Context: an optimization exercise on an open-source flow, tuned for small area, a short achievable clock period and few clock cycles per item. The choices shown serve that exercise and are no tape-out recipe.
In this exercise RTL edits were held to simulation tests only and were not proved equivalent to the original.

## P
// rs_encoder
module rs_encoder (
    input  wire        clk,
    input  wire        rst,
    input  wire        in_valid,
    output wire        in_ready,
    input  wire [31:0] in_data,
    input  wire [5:0]  in_k,
    input  wire [4:0]  in_m,        
    output wire        out_valid,
    input  wire        out_ready,
    output wire [31:0] out_data,
    output wire [3:0]  out_row,
    output wire        out_last
);
For scale: roughly 7200 cells after synthesis, ~0.064 mm2 of cells after synthesis.
==> flow/config.mk <==
export PLATFORM = sky130hd
export DESIGN_NAME = rs_encoder
export DESIGN_NICKNAME = rs_encoder
export VERILOG_FILES = /design/flow/design.v
export SDC_FILE = /design/flow/constraint.sdc
export NUM_CORES = 4
export LEC_CHECK = 0
export CAP_MARGIN = 10
export CELL_PAD_IN_SITES_DETAIL_PLACEMENT = 1
export CELL_PAD_IN_SITES_GLOBAL_PLACEMENT = 2
export CORE_MARGIN = 2
export CORE_UTILIZATION = 30
export PLACE_DENSITY = 0.5
export SETUP_SLACK_MARGIN = 5
export SLEW_MARGIN = 10
==> flow/constraint.sdc <==
create_clock -name core_clock -period 10.0 [get_ports {clk}]
set_input_delay 2.0000 -clock core_clock [delete_from_list [all_inputs] [get_ports {clk}]]
set_output_delay 2.0000 -clock core_clock [all_outputs]
set_load 0.01 [all_outputs]
standard.sh (not shown) runs the stock make flow with config.mk's settings and CLKGATE_MAP_FILE= SYNTH_SCRIPT=/design/flow/synth_recipe.tcl, a recipe that flattens the netlist after the stock synthesis.
==> flow/flow/run.sh <==
#!/bin/bash
bash standard.sh SETUP_SLACK_MARGIN=6.6 finish > standard.log 2>&1
P completed every stage of the flow, and the final layout passed the timing, design-rule and antenna checks.
Testbench counts of P, summed over its fixed seeds: cycles 68,865, stripes 2,400.
Input changes introduced in Q (baseline for comparison: P):
Settings: CTS_CLUSTER_DIAMETER: unset -> 100; CTS_CLUSTER_SIZE: unset -> 20.
==> comparison <==
As far as worst reg-to-reg setup slack is concerned, Q and P perform about the same. Q: PASS, flow complete, no timing, DRC or antenna violations. Q vs P: area of all placed cells without fillers down.
Modified inputs, R compared to Q
==> flow/flow/run.sh <==
#!/bin/bash
bash standard.sh SETUP_SLACK_MARGIN=7.0 finish > standard.log 2>&1
Findings:
For the routed wire length, R came in 2.9% higher than Q did.
The final layout from R, which completed every stage, passed the timing, design-rule and antenna checks at the end of the flow.
R — layout clock buffer count about 5% lower, Q as reference
| via count | R vs Q | worse |
Diff Q..R | die area | unchanged
R against Q: post-CTS setup buffer count has increased; met2 track demand over resource in global routing has increased.
What S does differently from R at the input level:
Settings: CTS_CLUSTER_DIAMETER changed from 100 to 120; CTS_CLUSTER_SIZE changed from 20 to 24.
==> flow/flow/run.sh <==
#!/bin/bash
bash standard.sh SETUP_SLACK_MARGIN=6.6 finish > standard.log 2>&1
==> notes.md <==
S: PASS, flow complete, no timing, DRC or antenna violations
met3 layer usage reported by global route was lower in the run labelled S.
NOTE wire length reported by the detailed router R->S decreased by a few percent
Against R, peak clock frequency supported by timing in S fell slightly.
Cell depth of the worst flop-to-flop path came out lower on S than on R.


Starting RTL as in the previous note.
clock: 10.0 ns
lec_check: 0
cap_margin: 20
cell_pad_in_sites_detail_placement: 1
cell_pad_in_sites_global_placement: 2
core_margin: 2
core_utilization: 30
place_density: 0.5
setup_slack_margin: 5
slew_margin: 20
==> flow/flow/run.sh <==
#!/bin/bash
bash standard.sh SETUP_SLACK_MARGIN=6.6 finish > standard.log 2>&1
Testbench counts at the start, summed over its fixed seeds: cycles 68,865, stripes 2,400.
Then changed:
==> flow/flow/run.sh (replaced) <==
#!/bin/bash
bash standard.sh SETUP_SLACK_MARGIN=6.8 finish > standard.log 2>&1
--- a/flow/config.mk
+++ b/flow/config.mk
@@ -7,3 +7,3 @@
 export LEC_CHECK = 0
-export CAP_MARGIN = 20
+export CAP_MARGIN = 10
 export CELL_PAD_IN_SITES_DETAIL_PLACEMENT = 1
@@ -12,4 +12,6 @@
 export CORE_UTILIZATION = 30
+export CTS_CLUSTER_DIAMETER = 100
+export CTS_CLUSTER_SIZE = 20
 export PLACE_DENSITY = 0.5
 export SETUP_SLACK_MARGIN = 5
-export SLEW_MARGIN = 20
+export SLEW_MARGIN = 10
Global-route usage hardly moves.
Routed wire length climbs by 0.38%.
Final cell count hardly moves.

-- what the ideal ports hide --
The results above use ideal ports. As a check the final layouts listed here were re-extracted and re-timed, cells and wires unchanged.
Step 1: set_driving_cell puts a clkbuf_16 on clk and a buf_2 on each other input, an assumption about the parent block.
Step 2 adds t to the input delays and takes it off the output delays; t is the mean of the earliest and latest rising clock arrival at the registers after step 1. Input paths then give back, and output paths get back, about the clock's delay inside the block.
a / b / c = no drivers / after step 1 / after step 2; a / b = the first two.
| run | t, ns | setup WS [ns] | slew at the worst register clock pin (ns) |
|---|---|---|---|
| P | 0.875 | 6.440 / 6.353 / 5.988 | 0.07 / 0.07 |
| Q | 0.862 | 6.459 / 6.363 / 6.004 | 0.11 / 0.11 |
| R | 0.838 | 6.525 / 6.430 / 6.183 | 0.10 / 0.10 |
| S | 0.831 | 6.475 / 6.380 / 6.006 | 0.12 / 0.12 |
| the first run of note 2 | 0.871 | 6.454 / 6.377 / 6.004 | 0.07 / 0.07 |
| the second run of note 2 | 0.857 | 6.525 / 6.432 / 6.111 | 0.10 / 0.10 |
After both steps setup and hold are still met in every run listed. For S, which loses most, drivers alone change the setup slack by -0.095 ns; drivers and shift together by -0.469 ns.
